Context: an optimization exercise on an open-source flow, tuned for small area, a short achievable clock period and few clock cycles per item. The choices shown serve that exercise and are no tape-out recipe. Only simulation tests tie the RTL to the original design; equivalence was not proved. Power is estimated from default activity; no workload was simulated.

[design.v]
module filet_dec (
    input  wire        clk,
    input  wire        rst,           
    input  wire        in_valid,
    output wire        in_ready,
    input  wire [31:0] in_data,
    input  wire        in_last,       
    input  wire [1:0]  cfg_depth,     
    input  wire [12:0] cfg_len0,      
    input  wire [12:0] cfg_len1,      
    input  wire [12:0] cfg_len2,      
    output reg         out_valid,
    input  wire        out_ready,
    output reg  [19:0] out_data,
    output reg         out_eos,       
    output reg         out_eol,       
    output reg         out_err        
);
    localparam S_IDLE  = 3'd0;        
    localparam S_HDR   = 3'd1;        
    localparam S_SMP   = 3'd2;        
    localparam S_END   = 3'd3;        
    localparam S_FLUSH = 3'd4;        
    localparam S_DRAIN = 3'd5;        
    function [2:0] ff8(input [7:0] x);
        casez (x)
        8'b???????1: ff8 = 3'd0;
        8'b??????10: ff8 = 3'd1;
        8'b?????100: ff8 = 3'd2;
        8'b????1000: ff8 = 3'd3;
        8'b???10000: ff8 = 3'd4;
        8'b??100000: ff8 = 3'd5;
        8'b?1000000: ff8 = 3'd6;
        default:     ff8 = 3'd7;
        endcase
    endfunction
    reg         kv;                   
    reg  [19:0] k_data;
    reg         k_eos, k_eol, k_err;
    wire        en = !kv;             
    reg  [2:0]  st;
    reg  [31:0] wa, wb, wc;           
    reg  [20:0] wp;                   
    reg  [1:0]  nw;                   
    reg  [4:0]  p;                    
    reg         got_last;             
    reg         in_rdy;
    reg  [1:0]  dep;
    reg  [12:0] len1, len2;           
    reg  [12:0] srem;                 
    reg  [4:0]  blk;                  
    reg         first;                
    reg  [4:0]  k;
    reg  [5:0]  k1;                   
    reg  [5:0]  e;
    reg         verb;
    assign in_ready = in_rdy;
    wire        fire = in_valid && in_rdy;
    wire        d10 = (dep == 2'd0);
    wire        d12 = (dep == 2'd1);
    wire [4:0]  bval = d10 ? 5'd10 : d12 ? 5'd12 : 5'd20;
    wire [95:0] bufw = {wa, wb, wc};
    reg  [63:0] ge;                   
    reg  [63:0] zc;                   
    reg  [63:0] ec;                   
    integer i;
    always @* begin
        for (i = 0; i < 64; i = i + 1)
            ge[i] = (i >= p);
        for (i = 0; i < 64; i = i + 1) begin
            zc[i] = (i < 55) && ge[i] && !bufw[95 - i];
            if (i < 24) ec[i] = zc[i];
            else        ec[i] = zc[i] && !ge[i - 24];
        end
    end
    wire        esc = (ec == 64'd0);
    wire [7:0]  gany;
    wire [23:0] gidx;
    genvar g;
    generate
        for (g = 0; g < 8; g = g + 1) begin : grp
            assign gany[g] = |zc[8*g +: 8];
            assign gidx[3*g +: 3] = ff8(zc[8*g +: 8]);
        end
    endgenerate
    wire [2:0]  gsel = ff8(gany);
    wire [5:0]  z = {gsel, gidx[3*gsel +: 3]};
    reg  [6:0]  pn;                   
    always @* begin
        if (st == S_HDR)  pn = {2'b0, p} + 7'd11;
        else if (verb)    pn = {2'b0, p} + {2'b0, bval};
        else if (esc)     pn = {2'b0, p} + {2'b0, bval} + 7'd25;
        else              pn = {1'b0, z} + {1'b0, k1};
    end
    wire        fits = ({nw, 5'd0} >= pn);
    wire        parse    = (st == S_HDR || st == S_SMP) && en;
    wire        step     = parse && fits;
    wire        short    = parse && !fits && got_last;
    wire [41:0] hwin = {wa, wb[31:22]} << p;
    wire [5:0]  h_e  = hwin[41:36];
    wire [4:0]  h_k  = hwin[35:31];
    wire        hdr_bad  = (h_k != 5'd31) && (h_k > bval);
    wire        seq_end  = (srem == 13'd1);
    wire        line_end = seq_end && (len1 == 13'd0);
    reg  [31:0] padb;                 
    always @*
        for (i = 0; i < 32; i = i + 1)
            padb[i] = ge[i] && bufw[95 - i];
    wire        pad_ok  = (nw == 2'd0) ||
                          (nw == 2'd1 && p != 5'd0 && padb == 32'd0);
    wire [1:0]  drop = step ? pn[6:5] : 2'd0;
    wire [1:0]  nw_d = nw - drop;
    wire        keep = (st == S_IDLE || st == S_HDR || st == S_SMP || st == S_END);
    wire        wr   = fire && keep;
    reg  [2:0]  st_n;
    reg         gl_n;
    reg  [1:0]  nw_n;
    always @* begin
        st_n = st;
        gl_n = got_last || (fire && in_last);
        nw_n = nw_d + {1'b0, wr};
        case (st)
        S_IDLE:  if (fire) st_n = S_HDR;
        S_HDR:   if (short || (step && hdr_bad)) st_n = S_FLUSH;
                 else if (step) st_n = S_SMP;
        S_SMP:   if (short) st_n = S_FLUSH;
                 else if (step) st_n = line_end ? S_END :
                                       (seq_end || blk == 5'd31) ? S_HDR : S_SMP;
        S_END:   if (en) st_n = got_last ? S_IDLE : S_DRAIN;
        S_FLUSH: if (en && line_end) st_n = S_DRAIN;
        default: if (got_last) st_n = S_IDLE;
        endcase
        if (st_n == S_IDLE && st != S_IDLE) begin
            gl_n = 1'b0;
            nw_n = 2'd0;
        end
    end
    always @(posedge clk) begin
        if (rst) begin
            st       <= S_IDLE;
            nw       <= 2'd0;
            got_last <= 1'b0;
            in_rdy   <= 1'b1;
        end else begin
            st       <= st_n;
            nw       <= nw_n;
            got_last <= gl_n;
            in_rdy   <= (st_n == S_IDLE) ||
                        (!gl_n && (st_n == S_FLUSH || st_n == S_DRAIN || nw_n != 2'd3));
        end
    end
    always @(posedge clk) begin
        case (drop)
        2'd0: ;
        2'd1: begin wp <= wa[20:0]; wa <= wb; wb <= wc; end
        default: begin wp <= wb[20:0]; wa <= wc; end
        endcase
        if (wr) begin
            if (nw_d == 2'd0) wa <= in_data;
            if (nw_d == 2'd1) wb <= in_data;
            if (nw_d == 2'd2) wc <= in_data;
        end
    end
    always @(posedge clk) begin
        if (st == S_IDLE) begin
            p     <= 5'd0;
            dep   <= cfg_depth;
            len1  <= cfg_len1;
            len2  <= cfg_len2;
            srem  <= cfg_len0;
            blk   <= 5'd0;
            first <= 1'b1;
        end else begin
            if (step) p <= pn[4:0];
            if (step && st == S_HDR) begin
                e    <= h_e;
                k    <= h_k;
                k1   <= {1'b0, h_k} + 6'd1;
                verb <= (h_k == 5'd31);
            end
            if ((step && st == S_SMP) || (en && st == S_FLUSH)) begin
                first <= seq_end;
                blk   <= seq_end ? 5'd0 : blk + 5'd1;
                srem  <= seq_end ? len1 : srem - 13'd1;
                if (seq_end) begin
                    len1 <= len2;
                    len2 <= 13'd0;
                end
            end
        end
    end
    reg         r2v, r2eos, r2eol, r2err, r2ss, r2verb, r2esc;
    reg  [1:0]  r2dep;
    reg  [4:0]  r2m;
    wire [5:0]  zm = z - {1'b0, p};
    always @(posedge clk) begin
        if (rst) begin
            r2v <= 1'b0;
        end else if (en) begin
            r2v    <= (step && st == S_SMP) || st == S_FLUSH;
            r2eos  <= seq_end;
            r2eol  <= line_end;
            r2err  <= (st == S_FLUSH);
            r2ss   <= first;
            r2verb <= verb || st == S_FLUSH;
            r2esc  <= esc;
            r2dep  <= dep;
            r2m    <= zm[4:0];
        end
    end
    wire [52:0] xw   = {wp, wa} << p;
    wire [20:0] ext  = xw[52:32];
    wire        x10  = (r2dep == 2'd0);
    wire        x12  = (r2dep == 2'd1);
    wire [20:0] mk   = ~(21'h1FFFFF << k);
    wire [20:0] uesc = x10 ? {10'd0, ext[10:0]} : x12 ? {8'd0, ext[12:0]} : ext;
    wire [19:0] yverb = x10 ? {10'd0, ext[9:0]} : x12 ? {8'd0, ext[11:0]} : ext[19:0];
    wire [24:0] urice = ({20'd0, r2m} << k) | {4'd0, ext & mk};
    wire [24:0] u     = r2esc ? {4'd0, uesc} : urice;
    wire        endok = got_last && pad_ok;
    reg         r3v, r3eos, r3eol, r3err, r3ss, r3verb, r3big;
    reg  [1:0]  r3dep;
    reg  [20:0] r3q;
    reg  [5:0]  r3e;
    always @(posedge clk) begin
        if (rst) begin
            r3v <= 1'b0;
        end else if (en) begin
            r3v    <= r2v;
            r3eos  <= r2eos;
            r3eol  <= r2eol;
            r3err  <= r2err || (st == S_END && !endok);
            r3ss   <= r2ss;
            r3verb <= r2verb;
            r3dep  <= r2dep;
            r3e    <= e;
            r3q    <= r2verb ? {1'b0, yverb} : ({1'b0, u[20:1]} ^ {21{u[0]}});
            r3big  <= !r2verb && (u[24:21] != 4'd0);
        end
    end
    wire        y10 = (r3dep == 2'd0);
    wire        y12 = (r3dep == 2'd1);
    wire [19:0] init = y10 ? 20'h00200 : y12 ? 20'h00800 : 20'h80000;
    wire [19:0] top  = y10 ? 20'h003FF : y12 ? 20'h00FFF : 20'hFFFFF;
    wire [19:0] base = r3ss ? init : out_data;
    wire signed [7:0]  stp = {1'b0, r3e, 1'b1};
    wire signed [28:0] t   = $signed({9'd0, base}) + $signed(r3q) * stp;
    wire        neg  = t[28];
    wire        over = y10 ? (t[27:10] != 18'd0) :
                       y12 ? (t[27:12] != 16'd0) : (t[27:20] != 8'd0);
    wire [19:0] y    = r3verb ? r3q[19:0] :
                       r3big  ? (r3q[20] ? 20'd0 : top) :
                       neg    ? 20'd0 :
                       over   ? top : t[19:0];
    wire        push = en && r3v;
    wire        ofree = !out_valid || out_ready;
    always @(posedge clk) begin
        if (rst) begin
            out_valid <= 1'b0;
            kv        <= 1'b0;
        end else if (ofree) begin
            out_valid <= kv || push;
            kv        <= 1'b0;
        end else if (push) begin
            kv        <= 1'b1;
        end
    end
    always @(posedge clk) begin
        if (ofree) begin
            if (kv) begin
                out_data <= k_data;
                out_eos  <= k_eos;
                out_eol  <= k_eol;
                out_err  <= k_err;
            end else if (push) begin
                out_data <= y;
                out_eos  <= r3eos;
                out_eol  <= r3eol;
                out_err  <= r3err;
            end
        end
        if (push) begin
            k_data <= y;
            k_eos  <= r3eos;
            k_eol  <= r3eol;
            k_err  <= r3err;
        end
    end
endmodule
[constraint.sdc]
create_clock -name core_clock -period 24.0 [get_ports {clk}]
set_input_delay 4.8000 -clock core_clock [delete_from_list [all_inputs] [get_ports {clk}]]
set_output_delay 4.8000 -clock core_clock [all_outputs]
set_load 0.01 [all_outputs]
[flow/run.sh]
#!/bin/bash
# The standard layout, with the timing repair steps asked to leave a
# larger setup margin than the flow settings allow, so they work on the
# critical paths. The SDC, clock period and everything else are unchanged.
set -euo pipefail
bash standard.sh SETUP_SLACK_MARGIN=17 finish > standard_make.log 2>&1
[config.mk]
export PLATFORM = sky130hd
export DESIGN_NAME = filet_dec
export DESIGN_NICKNAME = filet_dec
export VERILOG_FILES = /design/flow/design.v
export SDC_FILE = /design/flow/constraint.sdc
export NUM_CORES = 4
export LEC_CHECK = 0
export ABC_AREA = 1
export CAP_MARGIN = 20
export CORE_MARGIN = 2
export CORE_UTILIZATION = 40
export SLEW_MARGIN = 20
[standard.sh]
#!/bin/bash
# synth_recipe.tcl (not shown) runs the flow's synth.tcl, then flattens the netlist and writes it again
# the make line also repeats each setting of config.mk as NAME=value (left out here)
make -C /OpenROAD-flow-scripts/flow DESIGN_CONFIG=/design/flow/config.mk WORK_HOME=/design/flow/orfs CLKGATE_MAP_FILE= SYNTH_SCRIPT=/design/flow/synth_recipe.tcl "${@:-finish}"
==> flow_summary_export.csv, run 1 <==
group,metric,value,unit
sta,tightest_slew,1.17,ns
logic_synthesis,synth_top_area_frac,0.247,
placement,portBuffers,102,
cts,cts_htree_levels,2,
outcome,outcome,"no timing/DRC/antenna violations",
routing,wire_per_inst,20.0,µm
cells_and_area,layout-drive-gt1-share,0.0781,
cts,cts_root_buf,"clkbuf_16",
logic_synthesis,ys_types,65,
pwr,internal_power,1.58,mW
logic_synthesis,synthTopCellsByArea,"edfxtp_1 (25%), nand2_1 (13%), fa_1 (11%), inv_1 (9.0%), dfxtp_1 (6.9%)",
logic_synthesis,syn_area_per_cell,7.34,µm²
hold_path,hold_start,"e[3]$_DFFE_PP_",
critical_path,slowest_delay,0.50,ns
die,row_count,91,
logic_synthesis,ys_seq_area_frac,0.315,
cells_and_area,design_area,29200,µm²
cts,cts_sinks,292,
critical_path,crit_path_end_kind,"register",
routing,drtIter0Drc,1876,
critical_path,critPathLaunch,"p[1]$_SDFFE_PP0N_",
sta,rsz0062_at_grt,"true",
die,io_pins,103,
logic_synthesis,ys.warnings.count,1,
global_routing,gr-total-overflow,0,
pwr,swShare,0.488,
global_routing,grt_pass1_wl,132000,µm
pwr,switchingPower,1.50,mW
die,die_w,254,µm
pwr,sequentialPowerShare,0.249,
routing,drt-total-wl,87500,µm
logic_synthesis,synth_area,25100,µm²
sta,setup_viol,0,
sta,hold_viol_final,0,
cells_and_area,final_util,0.473,
cts,clkSlewWorstSetupHoldPaths,0.06,ns
logic_synthesis,yosys_most_used_dff,"edfxtp_1",
die,die_h,254,µm
routing,drcViolationCount,0,
critical_path,setup.worst_path.start_class,"register",
placement,gp_congestion,0.986,
hold_path,worstHoldPathType,"reg -> reg",
critical_path,worst_r2r_startpoint,"p[1]$_SDFFE_PP0N_",
pwr,leakage,14.2,nW
pwr,clkPwrFrac,0.174,
critical_path,cp.required,24.49,ns
placement,placed_area,26900,µm²
logic_synthesis,syn_nets,3722,
global_routing,grt_start_max_net_pins,75,
die,core,61800,µm²
critical_path,cp_slowest_cell,"dfxtp_4",
routing,firstDrtPassIters,6,
sta,holdWs,0.416,ns
routing,viasPerCell,5.33,
pwr,p_per_area,105,nW/µm²
die,dieArea,64800,µm²
logic_synthesis,yosysMostFrequentCell,"nand2_1",
pwr,p_total,3.08,mW
sta,post-route-period-util,0.274,
cts,insertion_delay,0.57,ns
pwr,power_frac_comb,0.577,
cells_and_area,fillers,6281,
placement,dpl_worst_slack,15.32,ns
critical_path,cp_common_cell,"nand2_2",
sta,drv_slew,0,
sta,layout_setup_ws,17.43,ns
cts,cts_buffers,37,
routing,detail-route-antenna-nets,0,
sta,finClkSkew,0.0308,ns
sta,finalSetupTns,0,ns
sta,relSlewSlack,0.213,
cells_and_area,final_nets,3821,
critical_path,path_max_fanout,47,
logic_synthesis,yosysTopAreaCell,"edfxtp_1",
logic_synthesis,async_flop_share,0,
global_routing,globalRouteTotalUtil,0.266,
die,initial_utilization,0.406,
placement,dp.cells,4246,
cells_and_area,final_cells,4383,
logic_synthesis,synthCells,3418,
cts,ctsHoldBuffers,0,
logic_synthesis,synth_seq_cells,292,
critical_path,crit_type,"reg -> reg",
global_routing,antenna_found_initial,0,
cts,cts_tree,"done",
flow_run,drv_cap,0,
routing,num_vias,23300,
sta,timing.fmax,152,MHz
placement,hpwl,66900,µm
global_routing,grt_pass1_vias,22300,
cells_and_area,diodes,0,
cts,clock_path_buffers,3,
cells_and_area,area_delta_synth_final,16.5,%
critical_path,crit_arrival,7.06,ns
logic_synthesis,synth_edf_count,206,
logic_synthesis,ys_top_cells_by_count,"nand2_1 (879), inv_1 (599), nor2_1 (279)",
pwr,ir_drop,0.0000570,V
sta,fin_crit,6.57,ns
[worst paths after layout]
| kind | end | depth (start not counted) | slack, ns |
|---|---|---|---|
| min | r3e[3]$_DFFE_PP_ | 0 | 0.42 |
| min reg2reg | r3e[3]$_DFFE_PP_ | 0 | 0.42 |
| max | wa[2]$_DFF_P_ | 40 | 17.43 |
| max reg2reg | wa[2]$_DFF_P_ | 40 | 17.43 |
[routing by layer]
| layer | share of wire | GRT usage | wire length (µm) |
|---|---|---|---|
| met1 | 0.43 | 0.354 | 38000 |
| met2 | 0.47 | 0.444 | 41200 |
| met5 | 0 | 0 | 0 |
| met3 | 0.054 | 0.0305 | 4760 |
| met4 | 0.041 | 0.101 | 3580 |
[flip-flops by register name (all words and copies together), names as in the netlist, 20 cells and up]
| signal | flops |
|---|---|
| wb | 32 |
| k_data | 20 |
| out_data | 20 |
| r3q | 21 |
| wp | 21 |
| wa | 32 |
| wc | 32 |
[cell type report]
class | count | area, µm² | area share
Multi-Input combinational cell | 2371 | 14600 | 0.499
Tap cell | 837 | 1050 | 0.0358
Timing Repair inverter | 3 | 30.0 | 0.00103
Clock inverter | 18 | 128 | 0.00436
Timing Repair Buffer | 194 | 2060 | 0.0706
Sequential cell | 292 | 7930 | 0.271
Inverter | 618 | 2420 | 0.0827
Clock buffer | 50 | 1030 | 0.0351
[placed cells by master (no fill, tap or decap), types with 13 or more instances in the layout]
cell type        instances
a21boi_0                20
a21oi_1                144
a22oi_1                 13
a31oi_1                 40
buf_4                   64
clkbuf_16               47
clkdlybuf4s50_1        102
clkinv_1                14
dfxtp_1                 81
edfxtp_1               206
fa_1                   133
ha_1                    88
inv_1                  591
mux2i_1                 48
nand2_1                864
nand2_2                 17
nand3_1                140
nand4_1                 35
nor2_1                 263
nor2_2                  15
nor3_1                  16
o211ai_1                17
o21ai_0                259
o221ai_1                20
o22ai_1                 41
or2_2                   16
xnor2_1                 20
xor2_1                  30
[worst max-delay path: cells and delay by family, from the launching register on]
| family | cells | cell delay [ns] |
|---|---|---|
| DFF | 1 | 0.50 |
| AOI/OAI and AO/OA | 9 | 1.49 |
| buffers and inverters | 7 | 0.96 |
| adders and majority gates | 4 | 0.92 |
| and+or+nand+nor | 20 | 2.52 |
[kinds of logic (layout without fill, tap and decap cells)]
family	Yosys count	after routing	synth area share
AND/OR/NAND/NOR	1418	1418	0.232
buffers and inverters	755	883	0.118
AO/OA/AOI/OAI	628	628	0.145
flip-flops	292	292	0.315
adder cells (fa/ha/maj)	226	226	0.152
XOR/XNOR	51	51	0.0178
multiplexers	48	48	0.0191
[power by group through the flow]
stage / Sequential, mW / Clock [mW] / Combinational, mW
global route: 0.773 / 0.567 / 2.00
floorplan: 0.717 / 0 / 1.23
detailed placement: 0.775 / 0 / 1.68
CTS: 0.763 / 0.549 / 1.71
finish: 0.766 / 0.536 / 1.78
global placement: 0.777 / 0 / 1.68
[what timing repair did]
| item | 4_1_cts | 5_1_grt |
|---|---|---|
| gates resized for setup | 57 | 66 |
| gates cloned | 2 | 10 |
| setup buffers | 11 | 46 |
| pin swaps | 4 | 24 |
| setup endpoints to repair | 226 | 224 |
Testbench counts, summed over its fixed seeds: cycles 113,410, samples 109,175.
==> run 2: changes to the inputs <==
==> run.sh (new file) <==
#!/bin/bash
# synth_recipe.tcl (not shown) runs the flow's synth.tcl, then flattens the netlist and writes it again
# the make line also repeats each setting of config.mk as NAME=value (left out here)
make -C /OpenROAD-flow-scripts/flow DESIGN_CONFIG=/design/flow/config.mk WORK_HOME=/design/flow/orfs CLKGATE_MAP_FILE= SYNTH_SCRIPT=/design/flow/synth_recipe.tcl finish
removed: flow/run.sh
removed: standard.sh
==> run 2 against run 1 <==
Net effect:
- critical path depth increased by 4
- total power decreased by 3.4%
- flip-flop and latch count unchanged
- cell count decreased by 1.6%
- die area unchanged
- area after synthesis unchanged
- first-iteration DRC count increased by 0.75%
- global-route usage decreased by 1.0 points
- clock power about the same
- clock skew decreased by 0.0097 ns
- sequential share of layout area increased by 1.3 points
- non-clock buffer count decreased by 65
- largest cell class unchanged
- highest routed layer unchanged
==> flow_summary_export.csv, run 2 <==
group,metric,value,unit
critical_path,cp_common_cell,"nand2_1",
placement,portBuffers,102,
global_routing,antenna_found_initial,0,
global_routing,globalRouteTotalUtil,0.256,
critical_path,cp.required,24.17,ns
critical_path,slowest_delay,0.78,ns
routing,drtIter0Drc,1890,
die,initial_utilization,0.406,
cts,clkSlewWorstSetupHoldPaths,0.06,ns
cells_and_area,final_util,0.451,
sta,relSlewSlack,0.275,
sta,tightest_slew,1.08,ns
hold_path,worstHoldPathType,"reg -> reg",
logic_synthesis,synth_edf_count,206,
logic_synthesis,ys_types,65,
sta,finClkSkew,0.0211,ns
cts,cts_buffers,36,
logic_synthesis,ys.warnings.count,1,
routing,firstDrtPassIters,6,
global_routing,gr-total-overflow,0,
sta,rsz0062_at_grt,"false",
cells_and_area,most-common-layout-cells,"nand2_1 (879), inv_1 (599), nor2_1 (275)",
cts,cts_root_buf,"clkbuf_16",
pwr,ir_drop,0.0000679,V
placement,gp_congestion,0.984,
global_routing,grt_pass1_vias,22100,
routing,detail-route-antenna-nets,0,
critical_path,cp.buffers_inverters,11,
cts,cts_tree,"done",
cts,cts_htree_levels,2,
pwr,clkPwrFrac,0.181,
cts,cts_resized,0,
pwr,internal_power,1.53,mW
pwr,switchingPower,1.44,mW
logic_synthesis,synthCells,3418,
pwr,p_per_area,107,nW/µm²
placement,dp.cells,4247,
cells_and_area,diodes,0,
critical_path,path_max_fanout,38,
logic_synthesis,yosysMostFrequentCell,"nand2_1",
logic_synthesis,ys_top_cells_by_count,"nand2_1 (879), inv_1 (599), nor2_1 (279)",
sta,finalSetupTns,0,ns
cells_and_area,area_delta_synth_final,11.2,%
die,dieArea,64800,µm²
placement,hpwl,64700,µm
routing,wire_per_inst,19.0,µm
routing,viasPerCell,5.24,
routing,drt-total-wl,81700,µm
logic_synthesis,yosys_most_used_dff,"edfxtp_1",
sta,fin_crit,9.40,ns
pwr,sequentialPowerShare,0.257,
cts,insertion_delay,0.56,ns
die,io_pins,103,
routing,num_vias,22600,
cells_and_area,layout-drive-gt1-share,0.0429,
pwr,power_frac_comb,0.563,
logic_synthesis,syn_nets,3722,
die,row_count,91,
cells_and_area,final_nets,3752,
logic_synthesis,ys_seq_area_frac,0.315,
flow_run,drv_cap,0,
sta,drv_slew,0,
critical_path,crit_family,"simple AND/OR/NAND/NOR gates",
sta,setup_viol,0,
sta,timing.fmax,106,MHz
sta,post-route-period-util,0.392,
die,core,61800,µm²
cells_and_area,final_common_cell,"nand2_1",
logic_synthesis,async_flop_share,0,
critical_path,crit_path_end_kind,"register",
sta,hold_viol_final,0,
cells_and_area,top_regs,"wa: 32 flops, wb: 32 flops, wc: 32 flops",
logic_synthesis,synthTopCellsByArea,"edfxtp_1 (25%), nand2_1 (13%), fa_1 (11%), inv_1 (9.0%), dfxtp_1 (6.9%)",
die,die_w,254,µm
cells_and_area,final_cells,4311,
outcome,outcome,"no timing/DRC/antenna violations",
logic_synthesis,synth_area,25100,µm²
pwr,leakage,13.7,nW
cts,clock_path_buffers,3,
global_routing,grt_pass1_wl,128000,µm
routing,drcViolationCount,0,
pwr,swShare,0.485,
cts,postCtsSetupRepairBufs,0,
critical_path,cp_slowest_cell,"inv_1",
global_routing,grt_start_max_net_pins,81,
logic_synthesis,yosysTopAreaCell,"edfxtp_1",
logic_synthesis,syn_area_per_cell,7.34,µm²
logic_synthesis,synth_top_area_frac,0.247,
cts,ctsHoldBuffers,0,
cts,cts_sinks,292,
critical_path,crit_arrival,9.58,ns
logic_synthesis,synth_seq_cells,292,
die,die_h,254,µm
critical_path,crit_type,"reg -> reg",
critical_path,setup.worst_path.start_class,"register",
## run 2: per-stage QoR
| step | instance area (µm²) | total power, mW | hold slack (ns) | worst slack (ns) |
|---|---|---|---|---|
| 2_1_floorplan | 25100 | 1.93 | 0.400 | 13.81 |
| 3_3_place_gp | 26700 | 2.42 | 0.401 | 15.02 |
| 3_5_place_dp | 26800 | 2.43 | 0.405 | 14.82 |
| 4_1_cts | 27900 | 2.98 | 0.420 | 14.76 |
| 5_1_grt | 27900 | 3.24 | 0.428 | 13.73 |
| 6_report | 27900 | 2.97 | 0.418 | 14.60 |
## run 2: cell type report
type                       count  area [µm²]
inverter                     618        2320
multi-input combinational   2371       14200
clock inverter                18         175
timing repair buffer         129        1220
clock buffer                  46         968
fill                        6316       33900
tap                          837        1050
sequential                   292        7910
## run 2: worst paths after layout
kind                                        start               endpoint  slack [ns]  cells past startpoint
worst min register to register     e[3]$_DFFE_PP_       r3e[3]$_DFFE_PP_        0.42                      0
worst max-delay path            p[1]$_SDFFE_PP0N_  len2[3]$_SDFFCE_PN0P_       14.60                     44
worst min-delay path               e[3]$_DFFE_PP_       r3e[3]$_DFFE_PP_        0.42                      0
worst max register to register  p[1]$_SDFFE_PP0N_  len2[3]$_SDFFCE_PN0P_       14.60                     44
## run 2: power by group through the flow
| stage | logic [mW] | registers, mW | clock network, mW |
|---|---|---|---|
| detailed placement | 1.66 | 0.771 | 0 |
| CTS | 1.66 | 0.760 | 0.551 |
| finish | 1.67 | 0.763 | 0.538 |
| global route | 1.90 | 0.773 | 0.566 |
| floorplan | 1.22 | 0.718 | 0 |
| global placement | 1.65 | 0.771 | 0 |
## run 2: cells by family (layout without fill, tap and decap cells)
kind of cell,after synthesis,in the layout,share of synthesized area
and+or+nand+nor,1418,1418,0.232
buffers and inverters,755,811,0.118
AOI/OAI and AO/OA,628,628,0.145
DFF,292,292,0.315
adders and majority gates,226,226,0.152
xor gates and xnor gates,51,51,0.0178
muxes,48,48,0.0191
## run 2: layer usage
metal / track usage / up-vias / part of all wire
met4: 0.0913 / 0 / 0.036
met5: 0 / - / 0
met3: 0.0328 / 163 / 0.056
met1: 0.347 / 10600 / 0.45
li1: - / 11100 / -
met2: 0.418 / 743 / 0.46
==> run 3: changes to the inputs <==
--- a/design.v
+++ b/design.v
@@ -34,10 +34,7 @@
         default:     ff8 = 3'd7;
         endcase
     endfunction
-    reg         kv;                   
-    reg  [19:0] k_data;
-    reg         k_eos, k_eol, k_err;
-    wire        en = !kv;             
+    wire        en = !out_valid || out_ready;     
     reg  [2:0]  st;
     reg  [31:0] wa, wb, wc;           
     reg  [20:0] wp;                   
@@ -51,7 +48,6 @@
     reg  [4:0]  blk;                  
     reg         first;                
     reg  [4:0]  k;
-    reg  [5:0]  k1;                   
     reg  [5:0]  e;
     reg         verb;
     assign in_ready = in_rdy;
@@ -90,7 +86,7 @@
         if (st == S_HDR)  pn = {2'b0, p} + 7'd11;
         else if (verb)    pn = {2'b0, p} + {2'b0, bval};
         else if (esc)     pn = {2'b0, p} + {2'b0, bval} + 7'd25;
-        else              pn = {1'b0, z} + {1'b0, k1};
+        else              pn = {1'b0, z} + {2'b0, k} + 7'd1;
     end
     wire        fits = ({nw, 5'd0} >= pn);
     wire        parse    = (st == S_HDR || st == S_SMP) && en;
@@ -175,7 +171,6 @@
             if (step && st == S_HDR) begin
                 e    <= h_e;
                 k    <= h_k;
-                k1   <= {1'b0, h_k} + 6'd1;
                 verb <= (h_k == 5'd31);
             end
             if ((step && st == S_SMP) || (en && st == S_FLUSH)) begin
@@ -234,7 +229,7 @@
             r3verb <= r2verb;
             r3dep  <= r2dep;
             r3e    <= e;
-            r3q    <= r2verb ? {1'b0, yverb} : ({1'b0, u[20:1]} ^ {21{u[0]}});
+            r3q    <= r2verb ? {1'b0, yverb} : {u[0], u[20:1]};    
             r3big  <= !r2verb && (u[24:21] != 4'd0);
         end
     end
@@ -243,8 +238,9 @@
     wire [19:0] init = y10 ? 20'h00200 : y12 ? 20'h00800 : 20'h80000;
     wire [19:0] top  = y10 ? 20'h003FF : y12 ? 20'h00FFF : 20'hFFFFF;
     wire [19:0] base = r3ss ? init : out_data;
-    wire signed [7:0]  stp = {1'b0, r3e, 1'b1};
-    wire signed [28:0] t   = $signed({9'd0, base}) + $signed(r3q) * stp;
+    wire [6:0]  stp = {r3e, 1'b1};
+    wire [26:0] mq  = r3q[19:0] * stp + (r3q[20] ? {20'd0, stp} : 27'd0);
+    wire [28:0] t   = {9'd0, base} + ({2'b0, mq} ^ {29{r3q[20]}}) + {28'd0, r3q[20]};
     wire        neg  = t[28];
     wire        over = y10 ? (t[27:10] != 18'd0) :
                        y12 ? (t[27:12] != 16'd0) : (t[27:20] != 8'd0);
@@ -252,38 +248,18 @@
                        r3big  ? (r3q[20] ? 20'd0 : top) :
                        neg    ? 20'd0 :
                        over   ? top : t[19:0];
-    wire        push = en && r3v;
-    wire        ofree = !out_valid || out_ready;
-    always @(posedge clk) begin
-        if (rst) begin
+    always @(posedge clk) begin
+        if (rst)
             out_valid <= 1'b0;
-            kv        <= 1'b0;
-        end else if (ofree) begin
-            out_valid <= kv || push;
-            kv        <= 1'b0;
-        end else if (push) begin
-            kv        <= 1'b1;
-        end
-    end
-    always @(posedge clk) begin
-        if (ofree) begin
-            if (kv) begin
-                out_data <= k_data;
-                out_eos  <= k_eos;
-                out_eol  <= k_eol;
-                out_err  <= k_err;
-            end else if (push) begin
-                out_data <= y;
-                out_eos  <= r3eos;
-                out_eol  <= r3eol;
-                out_err  <= r3err;
-            end
-        end
-        if (push) begin
-            k_data <= y;
-            k_eos  <= r3eos;
-            k_eol  <= r3eol;
-            k_err  <= r3err;
+        else if (en)
+            out_valid <= r3v;
+    end
+    always @(posedge clk) begin
+        if (en && r3v) begin
+            out_data <= y;
+            out_eos  <= r3eos;
+            out_eol  <= r3eol;
+            out_err  <= r3err;
         end
     end
 endmodule
==> flow/run.sh (new file) <==
#!/bin/bash
# The standard layout, with the timing repair steps asked to leave a
# larger setup margin than the flow settings allow, so they work on the
# critical paths. The SDC, clock period and everything else are unchanged.
set -euo pipefail
bash standard.sh SETUP_SLACK_MARGIN=17 finish > standard_make.log 2>&1
==> standard.sh (new file) <==
#!/bin/bash
# synth_recipe.tcl (not shown) runs the flow's synth.tcl, then flattens the netlist and writes it again
# the make line also repeats each setting of config.mk as NAME=value (left out here)
make -C /OpenROAD-flow-scripts/flow DESIGN_CONFIG=/design/flow/config.mk WORK_HOME=/design/flow/orfs CLKGATE_MAP_FILE= SYNTH_SCRIPT=/design/flow/synth_recipe.tcl "${@:-finish}"
removed: run.sh
==> run 3 against run 2 <==
Net effect:
- largest cell class unchanged
- flip-flop and latch count shrank 30
- core utilization up 5.0 points
- total power up 30%
- critical path type unchanged
- global-route usage grew 0.45 points
- critical endpoint is now wc[25]$_DFFE_PP_
- via count grew 1.9%
- combinational power up 59%
- worst setup slack improved by 2.5 ns
- critical path depth up 7
- routed wire length down 0.51%
- non-clock buffer count is 174 higher
- first-iteration DRC count rose by 15%
- count of clock-buffer cells in the layout fell by 4
==> flow_summary_export.csv, run 3 <==
group,metric,value,unit
outcome,outcome,"no timing/DRC/antenna violations",
cells_and_area,layout-drive-gt1-share,0.139,
sta,tightest_slew,0.986,ns
routing,viasPerCell,5.48,
logic_synthesis,synth-simple-area-share,0.251,
die,row_count,88,
critical_path,cp.depth,51,
pwr,p_per_area,134,nW/µm²
cells_and_area,most-common-layout-cells,"nand2_1 (829), inv_1 (435), o21ai_0 (246)",
cts,cts_htree_levels,1,
logic_synthesis,synthCells,3203,
die,io_pins,103,
sta,timing.fmax,146,MHz
pwr,p_total,3.86,mW
cts,cts_tree,"done",
die,initial_utilization,0.403,
logic_synthesis,ys_types,62,
sta,post-route-period-util,0.286,
cts,clock_path_buffers,3,
critical_path,r2r_slack,17.14,ns
cells_and_area,diodes,0,
cts,ctsHoldBuffers,0,
die,die_h,244,µm
die,dieArea,59700,µm²
sta,finalSetupTns,0,ns
logic_synthesis,ys_top_cells_by_count,"nand2_1 (862), inv_1 (447), o21ai_0 (261)",
global_routing,gr-total-overflow,0,
cts,cts_buffers,31,
sta,rsz0062_at_grt,"true",
global_routing,antenna_found_initial,0,
global_routing,globalRouteTotalUtil,0.260,
critical_path,critPathLaunch,"p[0]$_SDFFE_PP0N_",
logic_synthesis,yosysTopAreaCell,"edfxtp_1",
routing,firstDrtPassIters,5,
pwr,leakage,13.4,nW
cells_and_area,final_cells,4205,
logic_synthesis,synth_top_area_frac,0.230,
logic_synthesis,synth_top_family_by_area,"simple AND/OR/NAND/NOR gates",
sta,finClkSkew,0.0294,ns
routing,drcViolationCount,0,
cts,clkSlewWorstSetupHoldPaths,0.06,ns
placement,portBuffers,102,
logic_synthesis,synth_edf_count,177,
logic_synthesis,synth_fa_ha_area_frac,0.146,
critical_path,setup.worst_path.start_class,"register",
global_routing,grt_pass1_wl,122000,µm
placement,dp.cells,3958,
hold_path,worstHoldPathType,"reg -> reg",
critical_path,crit_type,"reg -> reg",
logic_synthesis,synth.area.mux_share,0.0117,
die,die_w,244,µm
cells_and_area,final_util,0.501,
critical_path,cp_common_cell,"buf_4",
sta,relSlewSlack,0.342,
routing,drt-total-wl,81300,µm
flow_run,drv_cap,0,
critical_path,slowest_delay,0.37,ns
cells_and_area,fillers,5597,
hold_path,hold_start,"r2eol$_DFFE_PP_",
routing,detail-route-antenna-nets,0,
placement,placed_area,24800,µm²
logic_synthesis,synthTopCellsByArea,"edfxtp_1 (23%), nand2_1 (14%), fa_1 (8.7%), dfxtp_1 (7.4%), inv_1 (7.3%)",
critical_path,cp.required,24.31,ns
cells_and_area,area_delta_synth_final,24.3,%
critical_path,path_max_fanout,30,
logic_synthesis,synth_area,23100,µm²
cells_and_area,final_common_cell,"nand2_1",
critical_path,worst_r2r_startpoint,"p[0]$_SDFFE_PP0N_",
pwr,ir_drop,0.000132,V
critical_path,crit_arrival,7.17,ns
routing,wire_per_inst,19.3,µm
sta,hold_viol_final,0,
cells_and_area,design_area,28700,µm²
sta,fin_crit,6.86,ns
logic_synthesis,syn_nets,3490,
logic_synthesis,ys_seq_area_frac,0.304,
logic_synthesis,ys.warnings.count,1,
sta,setup_viol,0,
cells_and_area,top_regs,"wa: 32 flops, wb: 32 flops, wc: 32 flops",
logic_synthesis,synth_xor_area_frac,0.0345,
logic_synthesis,yosysMostFrequentCell,"nand2_1",
global_routing,grt_pass1_vias,21700,
placement,hpwl,55600,µm
placement,gp_congestion,1.03,
cts,cts_sinks,262,
logic_synthesis,synth_compound_gate_area_share,0.153,
sta,drv_slew,0,
routing,num_vias,23000,
logic_synthesis,async_flop_share,0,
cts,cts_root_buf,"clkbuf_16",
cts,insertion_delay,0.62,ns
logic_synthesis,synth_seq_cells,262,
critical_path,cp_slowest_cell,"dfxtp_4",
hold_path,hold_path_depth,0,
logic_synthesis,yosys_most_used_dff,"edfxtp_1",
cells_and_area,final_nets,3702,
global_routing,grt_start_max_net_pins,66,
critical_path,crit_family,"buffers and inverters",
logic_synthesis,syn_area_per_cell,7.22,µm²
critical_path,crit_path_end_kind,"register",
critical_path,rr_worst_depth,51,
die,core,57400,µm²
routing,drtIter0Drc,2178,
critical_path,cp.buffers_inverters,20,
[run 3: per-layer routing]
layer,vias to the layer above,routed length [µm],global-route usage
li1,11000,-,-
met1,10800,34800,0.348
met2,967,36500,0.419
met3,231,6310,0.0442
met4,0,3660,0.0992
met5,-,0,0
[run 3: cell type report]
type                    count  area [µm²]  area share
multi-input cells        2349       14800       0.516
flip-flops and latches    262        7030       0.245
repair buffers            303        3040       0.106
inverters                 465        1850      0.0643
well taps                 765         957      0.0333
clock buffers              42         817      0.0284
clock inverters            16         199     0.00692
repair inverters            3        26.3    0.000914
[run 3: final timing paths]
check | endpoint
hold / removal | r3eol$_DFFE_PP_
setup / recovery | wc[25]$_DFFE_PP_
setup reg to reg | wc[25]$_DFFE_PP_
hold reg to reg | r3eol$_DFFE_PP_
[run 3: cell families after synthesis]
logic type	after synthesis
muxes	27
and+or+nand+nor	1398
AOI/OAI and AO/OA	617
buffers and inverters	599
adders and majority gates	209
xor gates and xnor gates	91
DFF	262
[run 3: what timing repair did]
action,in CTS,in global routing
hold endpoints to repair,0,0
cloned,13,8
resized for setup,94,180
pin swaps,20,114
buffers inserted,88,80
endpoints found under the setup margin,222,205
[run 3: where the power goes]
| group | internal [mW] | switching [mW] |
|---|---|---|
| clock network | 0.282 | 0.206 |
| logic | 1.09 | 1.57 |
| registers | 0.595 | 0.110 |
| total | 1.97 | 1.89 |
[run 3: through the flow]
step / hold WS [ns] / setup slack [ns]
floorplan: 0.400 / 16.55
global route: 0.428 / 16.78
global placement: 0.402 / 15.30
detailed placement: 0.405 / 15.21
finish: 0.419 / 17.14
CTS: 0.419 / 17.01
Testbench counts of run 3, summed over its fixed seeds: cycles 113,410, samples 109,175.
==> run 4: changes to the inputs <==
--- a/design.v
+++ b/design.v
@@ -34,7 +34,9 @@
         default:     ff8 = 3'd7;
         endcase
     endfunction
-    wire        en = !out_valid || out_ready;     
+    wire        ofree = !out_valid || out_ready;  
+    wire        hold;                             
+    wire        en = ofree && !hold;              
     reg  [2:0]  st;
     reg  [31:0] wa, wb, wc;           
     reg  [20:0] wp;                   
@@ -50,6 +52,7 @@
     reg  [4:0]  k;
     reg  [5:0]  e;
     reg         verb;
+    reg         ovr;                  
     assign in_ready = in_rdy;
     wire        fire = in_valid && in_rdy;
     wire        d10 = (dep == 2'd0);
@@ -88,10 +91,12 @@
         else if (esc)     pn = {2'b0, p} + {2'b0, bval} + 7'd25;
         else              pn = {1'b0, z} + {2'b0, k} + 7'd1;
     end
-    wire        fits = ({nw, 5'd0} >= pn);
-    wire        parse    = (st == S_HDR || st == S_SMP) && en;
-    wire        step     = parse && fits;
-    wire        short    = parse && !fits && got_last;
+    wire [5:0]  pb    = {1'b0, p} + {1'b0, bval};
+    wire        fits  = got_last || nw[1] && (nw[0] || st == S_HDR || verb || pb <= 6'd39) ||
+                        nw[0] && (st == S_HDR ? p <= 5'd21 : verb && pb <= 6'd32);
+    wire        parse = (st == S_HDR || st == S_SMP) && en && !ovr;
+    wire        step  = parse && fits;
+    wire        past  = ({nw, 5'd0} < pn);
     wire [41:0] hwin = {wa, wb[31:22]} << p;
     wire [5:0]  h_e  = hwin[41:36];
     wire [4:0]  h_k  = hwin[35:31];
@@ -117,9 +122,9 @@
         nw_n = nw_d + {1'b0, wr};
         case (st)
         S_IDLE:  if (fire) st_n = S_HDR;
-        S_HDR:   if (short || (step && hdr_bad)) st_n = S_FLUSH;
+        S_HDR:   if (ovr || (step && hdr_bad)) st_n = S_FLUSH;
                  else if (step) st_n = S_SMP;
-        S_SMP:   if (short) st_n = S_FLUSH;
+        S_SMP:   if (ovr) st_n = S_FLUSH;
                  else if (step) st_n = line_end ? S_END :
                                        (seq_end || blk == 5'd31) ? S_HDR : S_SMP;
         S_END:   if (en) st_n = got_last ? S_IDLE : S_DRAIN;
@@ -134,11 +139,13 @@
     always @(posedge clk) begin
         if (rst) begin
             st       <= S_IDLE;
+            ovr      <= 1'b0;
             nw       <= 2'd0;
             got_last <= 1'b0;
             in_rdy   <= 1'b1;
         end else begin
             st       <= st_n;
+            if (en) ovr <= step && got_last && past;
             nw       <= nw_n;
             got_last <= gl_n;
             in_rdy   <= (st_n == S_IDLE) ||
@@ -213,7 +220,7 @@
     wire [24:0] urice = ({20'd0, r2m} << k) | {4'd0, ext & mk};
     wire [24:0] u     = r2esc ? {4'd0, uesc} : urice;
     wire        endok = got_last && pad_ok;
-    reg         r3v, r3eos, r3eol, r3err, r3ss, r3verb, r3big;
+    reg         r3v, r3eos, r3eol, r3err, r3ss, r3verb, r3big, r3two;
     reg  [1:0]  r3dep;
     reg  [20:0] r3q;
     reg  [5:0]  r3e;
@@ -224,12 +231,13 @@
             r3v    <= r2v;
             r3eos  <= r2eos;
             r3eol  <= r2eol;
-            r3err  <= r2err || (st == S_END && !endok);
+            r3err  <= r2err || (st == S_END && (ovr || !endok));
             r3ss   <= r2ss;
             r3verb <= r2verb;
             r3dep  <= r2dep;
             r3e    <= e;
-            r3q    <= r2verb ? {1'b0, yverb} : {u[0], u[20:1]};    
+            r3q    <= r2verb ? {1'b0, yverb} : ({1'b0, u[20:1]} ^ {21{u[0]}});
+            r3two  <= r2v && !r2verb && (u[24:21] == 4'd0) && (e[5:3] != 3'd0);
             r3big  <= !r2verb && (u[24:21] != 4'd0);
         end
     end
@@ -237,10 +245,12 @@
     wire        y12 = (r3dep == 2'd1);
     wire [19:0] init = y10 ? 20'h00200 : y12 ? 20'h00800 : 20'h80000;
     wire [19:0] top  = y10 ? 20'h003FF : y12 ? 20'h00FFF : 20'hFFFFF;
-    wire [19:0] base = r3ss ? init : out_data;
-    wire [6:0]  stp = {r3e, 1'b1};
-    wire [26:0] mq  = r3q[19:0] * stp + (r3q[20] ? {20'd0, stp} : 27'd0);
-    wire [28:0] t   = {9'd0, base} + ({2'b0, mq} ^ {29{r3q[20]}}) + {28'd0, r3q[20]};
+    reg         ph;                   
+    assign      hold = r3two && !ph;
+    wire [3:0]  dgt  = hold ? {r3e[5:3], 1'b0} : {r3e[2:0], 1'b1};
+    wire [19:0] base = (r3ss && !ph) ? init : out_data;
+    wire signed [23:0] qq = hold ? {r3q, 3'd0} : {{3{r3q[20]}}, r3q};
+    wire signed [28:0] t  = $signed({9'd0, base}) + qq * $signed({1'b0, dgt});
     wire        neg  = t[28];
     wire        over = y10 ? (t[27:10] != 18'd0) :
                        y12 ? (t[27:12] != 16'd0) : (t[27:20] != 8'd0);
@@ -249,13 +259,16 @@
                        neg    ? 20'd0 :
                        over   ? top : t[19:0];
     always @(posedge clk) begin
-        if (rst)
+        if (rst) begin
             out_valid <= 1'b0;
-        else if (en)
-            out_valid <= r3v;
-    end
-    always @(posedge clk) begin
-        if (en && r3v) begin
+            ph        <= 1'b0;
+        end else if (ofree) begin
+            out_valid <= r3v && !hold;
+            ph        <= hold;
+        end
+    end
+    always @(posedge clk) begin
+        if (ofree && r3v) begin
             out_data <= y;
             out_eos  <= r3eos;
             out_eol  <= r3eol;
==> flow/run.sh (replaced) <==
#!/bin/bash
# The standard layout, with the timing repair steps asked to leave a
# larger setup margin than the flow settings allow, so they work on the
# critical paths. The SDC, clock period and everything else are unchanged.
set -euo pipefail
bash standard.sh SETUP_SLACK_MARGIN=18 finish > standard_make.log 2>&1
==> run 4 against run 3 <==
Net effect:
- highest routed layer unchanged
- maximum frequency up 4.5%
- flip-flop and latch count rose by 3
- total power is 47% lower
- clock power is 7.6% lower
- sequential power is 4.5% lower
- sequential share of layout area increased by 1.6 points
- via count decreased by 1.2%
- synthesized cell count increased by 3.1%
- cell count is 0.45% higher
- core utilization down 1.5 points
- combinational power down 65%
- first-iteration DRC count is 4.0% higher
==> flow_summary_export.csv, run 4 <==
group,metric,value,unit
logic_synthesis,ys_types,60,
global_routing,grt_pass1_wl,126000,µm
cells_and_area,layout-drive-gt1-share,0.118,
critical_path,worst_r2r_startpoint,"p[4]$_SDFFE_PP0P_",
hold_path,hold_start,"r3err$_DFFE_PP_",
critical_path,crit_arrival,6.86,ns
cells_and_area,most-common-layout-cells,"nand2_1 (948), inv_1 (395), nand3_1 (341)",
sta,fin_crit,6.57,ns
routing,viasPerCell,5.38,
die,die_h,242,µm
routing,firstDrtPassIters,8,
logic_synthesis,yosys_most_used_dff,"edfxtp_1",
routing,drt-total-wl,83700,µm
logic_synthesis,synthCells,3303,
pwr,p_per_area,75.5,nW/µm²
global_routing,antenna_found_initial,1,
sta,relSlewSlack,0.401,
die,core,56200,µm²
sta,rsz0062_at_grt,"true",
die,row_count,87,
die,die_w,242,µm
die,io_pins,103,
critical_path,crit_type,"in -> reg",
critical_path,rr_worst_depth,39,
cts,cts_sinks,265,
cts,clkSlewWorstSetupHoldPaths,0.06,ns
critical_path,cp.required,24.30,ns
sta,finalSetupTns,0,ns
critical_path,crit_path_end_kind,"register",
logic_synthesis,ys_top_cells_by_count,"nand2_1 (974), inv_1 (409), nand3_1 (353)",
outcome,outcome,"no timing/DRC/antenna violations",
routing,num_vias,22700,
logic_synthesis,synth_top_area_frac,0.236,
cts,cts_tree,"done",
logic_synthesis,async_flop_share,0,
cells_and_area,area_delta_synth_final,20.7,%
placement,dpl_worst_slack,14.48,ns
logic_synthesis,synth_area,22600,µm²
placement,dp.cells,4050,
pwr,p_total,2.06,mW
cells_and_area,fillers,5730,
sta,drv_slew,0,
hold_path,hold-path-endpoint,"out_err$_DFFE_PP_",
cts,cts_root_buf,"clkbuf_16",
routing,wire_per_inst,19.8,µm
cells_and_area,final_cells,4224,
critical_path,r2r_slack,17.73,ns
cts,cts_htree_levels,1,
logic_synthesis,ys.warnings.count,1,
logic_synthesis,yosysMostFrequentCell,"nand2_1",
die,initial_utilization,0.402,
sta,post-route-period-util,0.274,
global_routing,gr-total-overflow,0,
sta,hold_viol_final,0,
hold_path,hold_path_depth,0,
cts,ctsHoldBuffers,0,
pwr,leakage,12.8,nW
cells_and_area,final_common_cell,"nand2_1",
cts,cts_buffers,29,
sta,layout_setup_ws,17.43,ns
logic_synthesis,synthTopCellsByArea,"edfxtp_1 (24%), nand2_1 (16%), nand3_1 (7.8%), dfxtp_1 (7.7%), inv_1 (6.8%)",
sta,tightest_slew,0.890,ns
global_routing,grt_start_max_net_pins,70,
logic_synthesis,yosysTopAreaCell,"edfxtp_1",
flow_run,drv_cap,0,
sta,timing.fmax,152,MHz
cells_and_area,top_regs,"wa: 32 flops, wb: 32 flops, wc: 32 flops",
placement,portBuffers,102,
cells_and_area,final_nets,3686,
cells_and_area,diodes,0,
critical_path,regToRegEndpoint,"wc[22]$_DFFE_PP_",
cts,insertion_delay,0.60,ns
logic_synthesis,ys_seq_area_frac,0.314,
routing,drtIter0Drc,2266,
logic_synthesis,synth_edf_count,178,
global_routing,globalRouteTotalUtil,0.273,
logic_synthesis,synth_seq_cells,265,
pwr,ir_drop,0.0000717,V
hold_path,worstHoldPathType,"reg -> reg",
die,dieArea,58400,µm²
sta,finClkSkew,0.0215,ns
routing,drcViolationCount,0,
routing,detail-route-antenna-nets,0,
critical_path,path_max_fanout,8,
critical_path,setup.worst_path.start_class,"input pin",
placement,gp_congestion,1.09,
sta,setup_viol,0,
global_routing,grt_pass1_vias,21700,
logic_synthesis,syn_nets,3544,
logic_synthesis,syn_area_per_cell,6.84,µm²
cts,clock_path_buffers,3,
placement,hpwl,58900,µm
-- run 4: cell types whose count changed in the layout (fill, tap and decap cells not counted), moves of 25 or more --
cell | previous run | this run
xor2_1 | 60 | 24
a31oi_1 | 62 | 16
a22oi_1 | 37 | 4
nand3_1 | 159 | 341
nor2_1 | 233 | 284
fa_1 | 98 | 71
nand2_1 | 829 | 948
clkdlybuf4s50_1 | 102 | 76
inv_1 | 435 | 395
nand3b_1 | 4 | 29
buf_4 | 152 | 65
-- run 4: layer usage --
layer | track usage | vias up | wire (µm)
met5 | 0 | - | 0
li1 | - | 11100 | -
met1 | 0.358 | 10500 | 35000
met2 | 0.444 | 921 | 37900
met3 | 0.0372 | 236 | 6160
met4 | 0.135 | 0 | 4620
-- run 4: how the worst max path moves through the flow --
stage	start	to	slack (ns)	depth (start not counted)
floorplan	out_ready	wc[0]$_DFFE_PP_	16.44	19
global placement	out_ready	wa[27]$_DFF_P_	14.60	18
detailed placement	out_ready	wa[27]$_DFF_P_	14.48	18
CTS	out_ready	wc[22]$_DFFE_PP_	17.56	21
global route	out_ready	wc[26]$_DFFE_PP_	17.36	21
finish	out_ready	wc[22]$_DFFE_PP_	17.43	21
-- run 4: critical path, cell delays in order --
cell and delay [ns]:
buf_6 0.09, nor2_4 0.11, inv_2 0.06, nand2_4 0.08, inv_4 0.04, nand3_4 0.06
inv_4 0.05, nand2_8 0.07, inv_12 0.04, nand3_4 0.09, inv_4 0.04, ha_4 0.16
xor2_4 0.16, inv_2 0.10, nand3_4 0.12, nand2_8 0.12, inv_12 0.03, nor3_4 0.22
buf_6 0.13, buf_8 0.12, buf_16 0.13
-- run 4: cell families (layout without fill, tap and decap cells) --
kind of cell             Yosys count  in the layout  share of synthesized area
AND/OR/NAND/NOR                 1771           1786                      0.332
buffers and inverters            567            717                     0.0990
XOR/XNOR                          42             42                     0.0163
adder cells (fa/ha/maj)          163            163                      0.114
flip-flops                       265            265                      0.314
multiplexers                      17             17                    0.00753
AO/OA/AOI/OAI                    478            478                      0.118
-- run 4: per-stage QoR --
stage	hold slack (ns)	area, µm²	util
2_1_floorplan	0.400	22800	-
3_3_place_gp	0.401	24300	0.432
3_5_place_dp	0.405	24300	0.432
4_1_cts	0.420	26500	0.472
5_1_grt	0.425	27300	0.486
6_report	0.418	27300	0.486
-- run 4: power breakdown --
part,total (mW),internal [mW],switching (mW)
clock network,0.451,0.254,0.197
registers,0.673,0.574,0.0992
logic,0.936,0.330,0.606
total,2.06,1.16,0.903
-- run 4: timing repair --
action / in CTS / in global routing
pin swaps: 27 / 24
endpoints found under the setup margin: 274 / 221
gates resized for setup: 236 / 137
cloned: 25 / 7
buffers inserted: 70 / 18
endpoints found under the hold margin: 0 / 0
-- run 4: final cells by class --
type                    instances  area [µm²]  area share
multi-input cells            2486       14100       0.517
flip-flops and latches        265        7100       0.260
clock inverters                19         171     0.00628
repair buffers                227        2400      0.0879
clock buffers                  35         778      0.0285
well taps                     756         946      0.0347
inverters                     430        1710      0.0627
repair inverters                6        68.8     0.00252
Testbench counts of run 4, summed over its fixed seeds: cycles 113,654, samples 109,175.
==> run 5: changes to the inputs <==
--- a/design.v
+++ b/design.v
@@ -38,7 +38,8 @@
     wire        hold;                             
     wire        en = ofree && !hold;              
     reg  [2:0]  st;
-    reg  [31:0] wa, wb, wc;           
+    reg  [31:0] w0, w1, w2;           
+    reg  [1:0]  rp;                   
     reg  [20:0] wp;                   
     reg  [1:0]  nw;                   
     reg  [4:0]  p;                    
@@ -58,6 +59,9 @@
     wire        d10 = (dep == 2'd0);
     wire        d12 = (dep == 2'd1);
     wire [4:0]  bval = d10 ? 5'd10 : d12 ? 5'd12 : 5'd20;
+    wire [31:0] wa = (rp == 2'd0) ? w0 : (rp == 2'd1) ? w1 : w2;
+    wire [31:0] wb = (rp == 2'd0) ? w1 : (rp == 2'd1) ? w2 : w0;
+    wire [31:0] wc = (rp == 2'd0) ? w2 : (rp == 2'd1) ? w0 : w1;
     wire [95:0] bufw = {wa, wb, wc};
     reg  [63:0] ge;                   
     reg  [63:0] zc;                   
@@ -152,16 +156,25 @@
                         (!gl_n && (st_n == S_FLUSH || st_n == S_DRAIN || nw_n != 2'd3));
         end
     end
+    wire [2:0]  wq = {1'b0, rp} + {1'b0, nw};
+    wire [1:0]  wi = (wq >= 3'd3) ? wq[1:0] - 2'd3 : wq[1:0];
+    wire [2:0]  rq = {1'b0, rp} + {1'b0, drop};
+    always @(posedge clk) begin
+        if (rst)
+            rp <= 2'd0;
+        else
+            rp <= (rq >= 3'd3) ? rq[1:0] - 2'd3 : rq[1:0];
+    end
     always @(posedge clk) begin
         case (drop)
         2'd0: ;
-        2'd1: begin wp <= wa[20:0]; wa <= wb; wb <= wc; end
-        default: begin wp <= wb[20:0]; wa <= wc; end
+        2'd1: wp <= wa[20:0];
+        default: wp <= wb[20:0];
         endcase
         if (wr) begin
-            if (nw_d == 2'd0) wa <= in_data;
-            if (nw_d == 2'd1) wb <= in_data;
-            if (nw_d == 2'd2) wc <= in_data;
+            if (wi == 2'd0) w0 <= in_data;
+            if (wi == 2'd1) w1 <= in_data;
+            if (wi == 2'd2) w2 <= in_data;
         end
     end
     always @(posedge clk) begin
==> run 5 against run 4 <==
Net effect:
- critical endpoint is now rp[1]$_SDFF_PP0_
- die area up 1.9%
- clock power grew 1%
- cell count down 4.4%
- still clean on timing, DRC and antenna
- highest routed layer unchanged
- worst setup slack gained 0.31 ns
- non-clock buffer count rose by 4
- maximum frequency grew 4.9%
- sequential share of layout area increased by 2.2 points
- routed wire length up 7.9%
- flip-flop and latch count up 2
- worst hold slack improved by 0.00076 ns
- register-to-register slack better by 0.37 ns
==> flow_summary_export.csv, run 5 <==
group,metric,value,unit
hold_path,hold-path-endpoint,"r3e[0]$_DFFE_PP_",
global_routing,gr-total-overflow,0,
die,initial_utilization,0.406,
routing,wire_per_inst,22.4,µm
logic_synthesis,ys.warnings.count,1,
die,row_count,87,
cells_and_area,layout-drive-gt1-share,0.148,
logic_synthesis,ys_types,70,
critical_path,crit_arrival,6.78,ns
cts,cts_sinks,267,
logic_synthesis,async_flop_share,0,
routing,num_vias,22700,
critical_path,regToRegEndpoint,"rp[1]$_SDFF_PP0_",
cells_and_area,most-common-layout-cells,"nand2_1 (772), inv_1 (356), nand3_1 (276)",
sta,post-route-period-util,0.261,
logic_synthesis,yosysMostFrequentCell,"nand2_1",
die,io_pins,103,
sta,hold_viol_final,0,
flow_run,drv_cap,0,
sta,layout_setup_ws,17.74,ns
critical_path,cp.required,24.52,ns
routing,detail-route-antenna-nets,0,
critical_path,path_max_fanout,4,
cts,clkSlewWorstSetupHoldPaths,0.06,ns
cts,insertion_delay,0.59,ns
routing,viasPerCell,5.62,
cts,clock_path_buffers,3,
critical_path,rr_worst_depth,32,
pwr,leakage,12.2,nW
global_routing,globalRouteTotalUtil,0.290,
critical_path,setup.worst_path.start_class,"input pin",
pwr,ir_drop,0.0000571,V
critical_path,slowest_delay,0.56,ns
critical_path,crit_path_end_kind,"register",
outcome,outcome,"no timing/DRC/antenna violations",
critical_path,worst_r2r_startpoint,"p[3]$_SDFFE_PP0P_",
pwr,p_per_area,62.5,nW/µm²
cells_and_area,top_regs,"w0: 32 flops, w1: 32 flops, w2: 32 flops",
hold_path,worstHoldPathType,"reg -> reg",
cells_and_area,final_nets,3504,
global_routing,grt_pass1_vias,22100,
die,dieArea,59500,µm²
sta,relSlewSlack,0.375,
sta,holdWs,0.419,ns
logic_synthesis,synth_seq_cells,267,
die,die_h,244,µm
sta,tightest_slew,0.934,ns
logic_synthesis,synthCells,3106,
sta,drv_slew,0,
logic_synthesis,yosysTopAreaCell,"edfxtp_1",
routing,firstDrtPassIters,6,
cts,cts_tree,"done",
die,die_w,244,µm
logic_synthesis,synth_edf_count,242,
critical_path,r2r_slack,18.10,ns
logic_synthesis,ys_seq_area_frac,0.337,
logic_synthesis,synth_area,23000,µm²
placement,dp.cells,3863,
cells_and_area,final_common_cell,"nand2_1",
logic_synthesis,syn_nets,3352,
logic_synthesis,syn_area_per_cell,7.42,µm²
placement,gp_congestion,0.977,
placement,hpwl,67500,µm
routing,drcViolationCount,0,
sta,finalSetupTns,0,ns
sta,fin_crit,6.26,ns
cts,cts_root_buf,"clkbuf_16",
logic_synthesis,ys_top_cells_by_count,"nand2_1 (789), inv_1 (371), nand3_1 (290)",
sta,timing.fmax,160,MHz
global_routing,grt_pass1_wl,133000,µm
critical_path,crit_type,"in -> reg",
placement,dpl_worst_slack,16.23,ns
cts,cts_htree_levels,1,
critical_path,cp_slowest_cell,"fa_2",
logic_synthesis,synth_top_area_frac,0.316,
cts,cts_buffers,31,
sta,setup_viol,0,
sta,rsz0062_at_grt,"true",
logic_synthesis,yosys_most_used_dff,"edfxtp_1",
routing,drt-total-wl,90300,µm
die,core,56700,µm²
routing,drtIter0Drc,2266,
critical_path,cp_common_cell,"inv_2",
global_routing,antenna_found_initial,0,
cells_and_area,final_util,0.487,
cells_and_area,diodes,0,
critical_path,cp_cell_sequence,"buf_6 -> nor2_4 -> inv_2 -> nand2_4 -> inv_2 -> nand3_2 -> o21bai_4 -> clkinv_4 -> nand2_4 -> inv_4 -> ha_4 -> inv_2 -> fa_2 -> inv_2 -> ha_4 -> nor2_4 -> o21ai_1 -> a21oi_1",
cells_and_area,area_delta_synth_final,20.0,%
global_routing,grt_start_max_net_pins,75,
hold_path,hold_start,"e[0]$_DFFE_PP_",
sta,finClkSkew,0.0154,ns
placement,portBuffers,102,
logic_synthesis,synthTopCellsByArea,"edfxtp_1 (32%), nand2_1 (13%), fa_1 (6.3%), nand3_1 (6.3%), inv_1 (6.0%)",
hold_path,hold_path_depth,0,
cells_and_area,final_cells,4039,
[run 5: cell count changes in the layout (fill, tap and decap cells not counted), moves of 18 or more]
| cell | previous run | this run |
|---|---|---|
| o21ai_1 | 17 | 42 |
| nor2_1 | 284 | 264 |
| inv_1 | 395 | 356 |
| dfxtp_1 | 83 | 18 |
| inv_2 | 11 | 29 |
| nand3b_1 | 29 | 6 |
| nand4_1 | 16 | 69 |
| buf_4 | 65 | 96 |
| nand2_1 | 948 | 772 |
| edfxtp_1 | 178 | 242 |
| a21oi_1 | 117 | 92 |
| o21ai_0 | 222 | 193 |
| buf_6 | 28 | 10 |
| nand3_1 | 341 | 276 |
[run 5: report_power, final]
group	switching (mW)	internal, mW	leakage, nW
logic	0.450	0.244	9.21
registers	0.0218	0.556	2.48
clock network	0.196	0.261	0.478
[run 5: critical path, delay by kind of cell]
kind | cells | cell delay [ns]
compound gates | 3 | 0.38
buf+inv | 7 | 0.41
simple gates | 5 | 0.33
fa+ha+maj | 3 | 0.83
[run 5: final cells by class]
cell class                      count  area, µm²
Fill cell                        5559      29100
Multi-Input combinational cell   2315      14000
Timing Repair inverter              5       38.8
Clock buffer                       42        858
Clock inverter                     16        119
Sequential cell                   267       7790
Inverter                          407       1610
Timing Repair Buffer              231       2260
Tap cell                          756        946
[run 5: routing by layer]
metal | vias up | track usage | wire (µm)
li1 | 10700 | - | -
met1 | 10900 | 0.374 | 37100
met2 | 911 | 0.501 | 43300
met3 | 186 | 0.0346 | 6070
met4 | 0 | 0.104 | 3820
met5 | - | 0 | 0
[run 5: logic make-up after synthesis]
logic type	after synthesis	share of synthesized area
adders and majority gates	168	0.115
muxes	12	0.00522
buffers and inverters	530	0.0933
AOI/OAI and AO/OA	525	0.134
xor gates and xnor gates	49	0.0186
and+or+nand+nor	1555	0.297
DFF	267	0.337
[run 5: worst max-delay path by stage]
stage / slack, ns / cells after the start / to / startpoint
CTS: 17.76 / 18 / rp[1]$_SDFF_PP0_ / out_ready
global placement: 16.36 / 15 / blk[2]$_SDFFE_PP0P_ / out_ready
global route: 17.61 / 24 / in_rdy$_SDFF_PP1_ / out_ready
detailed placement: 16.23 / 15 / blk[2]$_SDFFE_PP0P_ / out_ready
floorplan: 17.28 / 17 / rp[1]$_SDFF_PP0_ / out_ready
finish: 17.74 / 18 / rp[1]$_SDFF_PP0_ / out_ready
[run 5: through the flow]
step | area, µm² | power [mW]
after floorplan | 23200 | 0.988
after global placement | 24700 | 1.16
after detailed placement | 24700 | 1.17
after CTS | 26500 | 1.67
after global routing | 27600 | 1.83
final | 27600 | 1.73
[run 5: what timing repair did]
action | 4_1_cts | 5_1_grt
cloned | 11 | 9
pin swaps | 27 | 39
endpoints found under the setup margin | 295 | 111
buffers inserted | 51 | 47
hold buffers | 0 | 0
gates resized for setup | 205 | 146
Testbench counts of run 5, summed over its fixed seeds: cycles 113,654, samples 109,175.

## port drivers added, routing unchanged
No port has a modelled driver above. Below, the same layouts with a new extraction and two added sets of constraints.
Step 1, drivers: a clkbuf_16 drives clk and a buf_2 each remaining input, both assumed.
Step 2, shift: input delay + t, output delay - t, t = (earliest + latest rising clock arrival at the registers) / 2. This alone moves slack from input paths to output paths.
Three values: no drivers, after step 1, after step 2; two values: the first two.
run | shift t [ns] | setup WS [ns] | worst setup path after step 2 | worst data-port slew with drivers (ns) | pins driven straight from the clock port
run 1 | 0.616 | 17.426 / 17.426 / 17.215 | input to register | 0.06 | 1
run 2 | 0.617 | 14.599 / 14.599 / 14.599 | register to register | 0.06 | 1
run 3 | 0.659 | 17.139 / 17.139 / 16.536 | input to register | 0.05 | 1
run 4 | 0.647 | 17.431 / 17.454 / 16.807 | input to register | 0.05 | 1
run 5 | 0.647 | 17.736 / 17.758 / 17.111 | input to register | 0.06 | 1
After both steps every run listed still meets setup and hold. For run 5, which loses most, drivers alone change the setup slack by +0.022 ns; drivers and shift together by -0.625 ns.
